Context: an optimization exercise on an open-source flow, tuned for small area, a short achievable clock period and few clock cycles per item. The choices shown serve that exercise and are no tape-out recipe. At most, simulation tests tie the RTL to the original design; equivalence was not proved. No activity file was given, so power comes from the tool's default toggle rates.

==> inputs of job 2880 <==
## bqd_section
module bqd_section (
    input  wire        clk,
    input  wire        rst,
    input  wire        in_valid,
    output wire        in_ready,
    input  wire [31:0] in_x,
    input  wire [31:0] in_b0,
    input  wire [31:0] in_b1,
    input  wire [31:0] in_b2,
    input  wire [31:0] in_a1,
    input  wire [31:0] in_a2,
    input  wire        in_bypass,
    output reg         out_valid,
    output reg  [31:0] out_y,
    output reg  [1:0]  out_sat
);
export LEC_CHECK = 0
export CAP_MARGIN = 20
export CORE_MARGIN = 2
export CORE_UTILIZATION = 70
export CTS_BUF_LIST = sky130_fd_sc_hd__clkbuf_8
export PLACE_DENSITY = 0.78
export SLEW_MARGIN = 20
create_clock -name core_clock -period 15.0 [get_ports {clk}]
standard.sh (not shown) runs the stock make flow with config.mk's settings and CLKGATE_MAP_FILE= SYNTH_SCRIPT=/design/flow/synth_recipe.tcl, a recipe that flattens the netlist after the stock synthesis.
==> flow/flow/run.sh <==
#!/bin/bash
# The standard ORFS layout with two changes:
# - Yosys's synth runs with -noabc, so the fine-grained netlist reaches
#   extract_fa before any ABC remapping and the adder tree maps to full-adder
#   cells without inverters between them. Registers, their names and cell
#   types are those of the standard synthesis.
# - every port still gets a buffer, but a plain buf_2 rather than the delay
#   buffer the resizer picks by default.
# - timing repair aims for 11 ns of setup slack, i.e. a 4 ns cycle; the
#   constraints and the clock period stay the design's.
set -euo pipefail
args=(SYNTH_ARGS=-noabc "BUFFER_PORTS_ARGS=-buffer_cell sky130_fd_sc_hd__buf_2" SETUP_SLACK_MARGIN=11.0)
bash standard.sh "${args[@]}" synth > synth.log 2>&1
bash standard.sh "${args[@]}" finish > layout.log 2>&1
==> job 2182 (differences from job 2880) <==
--- a/flow/config.mk
+++ b/flow/config.mk
@@ -8,6 +8,5 @@
 export CAP_MARGIN = 20
 export CORE_MARGIN = 2
-export CORE_UTILIZATION = 70
-export CTS_BUF_LIST = sky130_fd_sc_hd__clkbuf_8
-export PLACE_DENSITY = 0.78
+export CORE_UTILIZATION = 60
+export PLACE_DENSITY = 0.7
 export SLEW_MARGIN = 20
==> job 9931 (differences from job 2880) <==
--- a/flow/flow/run.sh
+++ b/flow/flow/run.sh
@@ -7,8 +7,8 @@
 # - every port still gets a buffer, but a plain buf_2 rather than the delay
 #   buffer the resizer picks by default.
-# - timing repair aims for 11 ns of setup slack, i.e. a 4 ns cycle; the
+# - timing repair aims for 10.7 ns of setup slack, i.e. a 4.3 ns cycle; the
 #   constraints and the clock period stay the design's.
 set -euo pipefail
-args=(SYNTH_ARGS=-noabc "BUFFER_PORTS_ARGS=-buffer_cell sky130_fd_sc_hd__buf_2" SETUP_SLACK_MARGIN=11.0)
+args=(SYNTH_ARGS=-noabc "BUFFER_PORTS_ARGS=-buffer_cell sky130_fd_sc_hd__buf_2" SETUP_SLACK_MARGIN=10.7)
 bash standard.sh "${args[@]}" synth > synth.log 2>&1
 bash standard.sh "${args[@]}" finish > layout.log 2>&1
==> job 1018 (differences from job 2880) <==
==> flow/flow/run.sh (replaced) <==
#!/bin/bash
# The standard ORFS layout with two changes:
# - Yosys's synth runs with -noabc, so the fine-grained netlist reaches
#   extract_fa before any ABC remapping and the adder tree maps to full-adder
#   cells without inverters between them. Registers, their names and cell
#   types are those of the standard synthesis.
# - every port still gets a buffer, but a plain buf_1 rather than the delay
#   buffer the resizer picks by default.
# - timing repair aims for 11 ns of setup slack, i.e. a 4 ns cycle; the
#   constraints and the clock period stay the design's.
set -euo pipefail
args=(SYNTH_ARGS=-noabc "BUFFER_PORTS_ARGS=-buffer_cell sky130_fd_sc_hd__buf_1" SETUP_SLACK_MARGIN=11.0)
bash standard.sh "${args[@]}" synth > synth.log 2>&1
bash standard.sh "${args[@]}" finish > layout.log 2>&1
--- a/flow/config.mk
+++ b/flow/config.mk
@@ -8,6 +8,6 @@
 export CAP_MARGIN = 20
 export CORE_MARGIN = 2
-export CORE_UTILIZATION = 70
+export CORE_UTILIZATION = 80
 export CTS_BUF_LIST = sky130_fd_sc_hd__clkbuf_8
-export PLACE_DENSITY = 0.78
+export PLACE_DENSITY = 0.86
 export SLEW_MARGIN = 20
==> qor.csv <==
stage,metric,value,unit
status,status,aborted with a tool error,
status,lastStage,global routing,
status,error,[ERROR GRT-0232] Routing congestion too high. Check the congestion heatmap in the GUI.,
grt,gr-usage-met1,78.8,%
[end of results for job 1018]
==> qor.csv <==
stage,metric,value,unit
status,status,no timing/DRC/antenna violations,
placement,dp_cells,4033,
floorplan,die_w,236,um
layout,drive_above_1_share,14.8,%
grt,grt_pass1_vias,31941,
layout,buffer_area_share,4.83,%
grt,gr-usage-met1,58.7,%
[end of results for job 9931]
==> qor.csv <==
stage,metric,value,unit
grt,gr-usage-met1,51.1,%
status,status,no timing/DRC/antenna violations,
layout,finish.utilization,71.6,%
placement,gp_congestion,0.900,
[end of results for job 2182]
==> qor.csv <==
stage,metric,value,unit
status,status,no timing/DRC/antenna violations,
power,power-top-group,combinational logic,
synthesis,syn_area_per_cell,11.2,um^2
grt,gr-usage-met1,57.8,%
[end of results for job 2880]
Testbench counts of job 2880, summed over its fixed seeds: cycles 80,024, items 16,000.
Testbench counts of job 2182, summed over its fixed seeds: cycles 80,024, items 16,000.
Testbench counts of job 9931, summed over its fixed seeds: cycles 80,024, items 16,000.
Testbench counts of job 1018, summed over its fixed seeds: cycles 80,024, items 16,000.

* * *

==> trial 28 <==
Another version of the RTL of bqd_section (not shown whole).
==> flow/config.mk <==
export PLATFORM = sky130hd
export DESIGN_NAME = bqd_section
export DESIGN_NICKNAME = bqd_section
export VERILOG_FILES = /design/flow/design.v
export SDC_FILE = /design/flow/constraint.sdc
export NUM_CORES = 4
export LEC_CHECK = 0
export CAP_MARGIN = 20
export CORE_MARGIN = 2
export CORE_UTILIZATION = 60
export PLACE_DENSITY = 0.7
export SLEW_MARGIN = 20
==> flow/constraint.sdc <==
create_clock -name core_clock -period 15.0 [get_ports {clk}]
set_input_delay 3.0000 -clock core_clock [delete_from_list [all_inputs] [get_ports {clk}]]
set_output_delay 3.0000 -clock core_clock [all_outputs]
set_load 0.01 [all_outputs]
==> flow/flow/run.sh <==
#!/bin/bash
# The standard ORFS layout with two changes:
# - Yosys's synth runs with -noabc, so the fine-grained netlist reaches
#   extract_fa before any ABC remapping and the adder tree maps to full-adder
#   cells without inverters between them. Registers, their names and cell
#   types are those of the standard synthesis.
# - every port still gets a buffer, but a plain buf_2 rather than the delay
#   buffer the resizer picks by default.
set -euo pipefail
args=(SYNTH_ARGS=-noabc "BUFFER_PORTS_ARGS=-buffer_cell sky130_fd_sc_hd__buf_2")
bash standard.sh "${args[@]}" synth > synth.log 2>&1
bash standard.sh "${args[@]}" finish > layout.log 2>&1
==> inputs of build 66, as changes to trial 28 <==
--- a/flow/design.v
+++ b/flow/design.v
@@ -21,12 +21,12 @@
     reg  [15:0] bo, bt, ng;  
     reg         p_last;
     reg         pf0, pf1, pf2, pf3;
     reg  [31:0] x1, x2;      
     reg  [31:0] r1, r2;      
+    reg         x1v, x2v, r1v, r2v;
     reg  [65:0] acs, acc;
-    reg         rst_r;       
     reg         c_valid;
     reg  [37:0] tq;          
     reg         r_valid;
     wire        byp = in_bypass;
     wire [31:0] a_sel = ({32{st[0] & ~byp}} & in_b0) |
@@ -34,14 +34,14 @@
                         ({32{st[2] & ~byp}} & in_b2) |
                         ({32{st[3] & ~byp}} & in_a2) |
                         ({32{st[4] & ~byp}} & in_a1) |
                         {2'b00, st[0] & byp, 29'd0};
     wire [31:0] b_sel = ({32{st[0]}} & in_x) |
-                        ({32{st[1]}} & x1) |
-                        ({32{st[2]}} & x2) |
-                        ({32{st[3]}} & r2) |
-                        ({32{st[4]}} & r1);
+                        ({32{st[1] & x1v}} & x1) |
+                        ({32{st[2] & x2v}} & x2) |
+                        ({32{st[3] & r2v}} & r2) |
+                        ({32{st[4] & r1v}} & r1);
     wire        neg_sel = st[3] | st[4];
     wire [32:0] be = {b_sel, 1'b0};
     wire [15:0] bo_n, bt_n, ng_n;
     genvar gi;
     generate
@@ -1536,36 +1536,40 @@
         tq      <= tsum_hi;
         out_y   <= yo;
         out_sat <= {st_hi | st_lo, samp_sat};
         pf2     <= st[0] & in_valid;
         if (st[0] | pf3) pf3 <= st[0] & in_valid;
-        rst_r   <= rst;
-        if (rst_r) begin
-            x1        <= 32'd0;
-            x2        <= 32'd0;
-            r1        <= 32'd0;
-            r2        <= 32'd0;
-        end else begin
-            if (st[4]) begin
-                x1 <= in_x;
-                x2 <= x1;
-            end
-            if (r_valid) begin
-                r1 <= rn;
-                r2 <= r1;
-            end
+        if (st[4]) begin
+            x1 <= in_x;
+            x2 <= x1;
+        end
+        if (r_valid) begin
+            r1 <= rn;
+            r2 <= r1;
         end
         if (rst) begin
             st        <= 5'b00001;
             rdy       <= 1'b0;
             pf0       <= 1'b0;
             pf1       <= 1'b1;
             p_last    <= 1'b0;
             c_valid   <= 1'b0;
             r_valid   <= 1'b0;
             out_valid <= 1'b0;
+            x1v       <= 1'b0;
+            x2v       <= 1'b0;
+            r1v       <= 1'b0;
+            r2v       <= 1'b0;
         end else begin
+            if (st[4]) begin
+                x1v <= 1'b1;
+                x2v <= x1v;
+            end
+            if (r_valid) begin
+                r1v <= 1'b1;
+                r2v <= r1v;
+            end
             pf0       <= st[0] & in_valid;
             pf1       <= st[0] & in_valid;
             rdy       <= st[3];
             p_last    <= st[4];
             c_valid   <= p_last;
==> flow/flow/run.sh (replaced) <==
#!/bin/bash
# The standard ORFS layout with two changes:
# - Yosys's synth runs with -noabc, so the fine-grained netlist reaches
#   extract_fa before any ABC remapping and the adder tree maps to full-adder
#   cells without inverters between them. Registers, their names and cell
#   types are those of the standard synthesis.
# - every port still gets a buffer, but a plain buf_1 rather than the delay
#   buffer the resizer picks by default.
# - timing repair aims for 11 ns of setup slack, i.e. a 4 ns cycle; the
#   constraints and the clock period stay the design's.
set -euo pipefail
args=(SYNTH_ARGS=-noabc "BUFFER_PORTS_ARGS=-buffer_cell sky130_fd_sc_hd__buf_1" SETUP_SLACK_MARGIN=11.0)
bash standard.sh "${args[@]}" synth > synth.log 2>&1
bash standard.sh "${args[@]}" finish > layout.log 2>&1
Settings changed: CORE_UTILIZATION 60 to 70, CTS_BUF_LIST set to sky130_fd_sc_hd__clkbuf_8, PLACE_DENSITY 0.7 to 0.78.
==> qor summary <==
Clock root buffer: build 66 clkbuf_8; trial 28 clkbuf_16
Clock share of power: build 66 9.4%; trial 28 11.6%
Total power consumption of the routed design: build 66 11.91 mW; trial 28 11.36 mW
Endpoint of the lowest-slack register-to-register path: build 66 acs[48]; trial 28 acs[32]
Met3 usage: build 66 17.33%; trial 28 12.58%
M1 wire length: build 66 45.42 mm; trial 28 45.93 mm
Floorplan die area: build 66 55680 um^2; trial 28 65000 um^2
Number of signal-net inverters in the final layout: build 66 51; trial 28 56
Sequential cell count: build 66 430; trial 28 427
GR Util All Layers: build 66 46.86%; trial 28 39.94%
Buffer count excluding the clock tree in the final layout: build 66 458; trial 28 320
Delay of the slowest cell on the worst path: build 66 0.35 ns; trial 28 0.82 ns
Number of antenna cells inserted: build 66 8; trial 28 2
Result of the run: build 66 no timing/DRC/antenna violations; trial 28 no timing/DRC/antenna violations
Comb_multi_in: build 66 2543; trial 28 2723
Multiplexer fraction of the synthesized cell area: build 66 0.05315%; trial 28 2.543%
Y dimension of the die: build 66 236.0 um; trial 28 255.0 um
Multi-input gate share of total cell area: build 66 60.80%; trial 28 67.25%
Wire per inst: build 66 33.34 um; trial 28 28.84 um
Testbench counts of build 66, summed over its fixed seeds: cycles 80,024, items 16,000.
Only the layout flow was run in trial 28; the RTL was not checked for function there.

==> separate check: timing with driven ports <==
In the flow no input, the clock included, has a driving cell. The finished layouts below were timed again as built, in two steps.
Step 1 sets driving cells, clkbuf_16 on the clock port and buf_2 on the other inputs (assumed; they add their load-dependent delay and slew).
Step 2 moves the port delays by t, midway between the first and last clock arrival at a register: inputs arrive t later, outputs are due t later. That takes back most of the time a late clock gives input paths.
Slacks: ideal ports / drivers / drivers and shift; pairs: ideal ports / drivers.
run	t (ns)	setup slack, ns	worst setup path after step 2	worst data-port slew with drivers (ns)
job 2880	0.744	10.888 / 10.831 / 10.611	input to register	0.07
job 2182	0.681	10.942 / 10.886 / 10.638	input to register	0.09
job 9931	0.744	10.663 / 10.663 / 10.582	input to register	0.07
trial 28	0.679	10.324 / 10.324 / 10.324	register to register	0.09
build 66	0.738	10.851 / 10.796 / 10.534	input to register	0.18
After both steps every run listed still meets setup and hold. The setup slack of build 66, which loses most, moves by -0.055 ns with the drivers and by -0.317 ns with both steps.
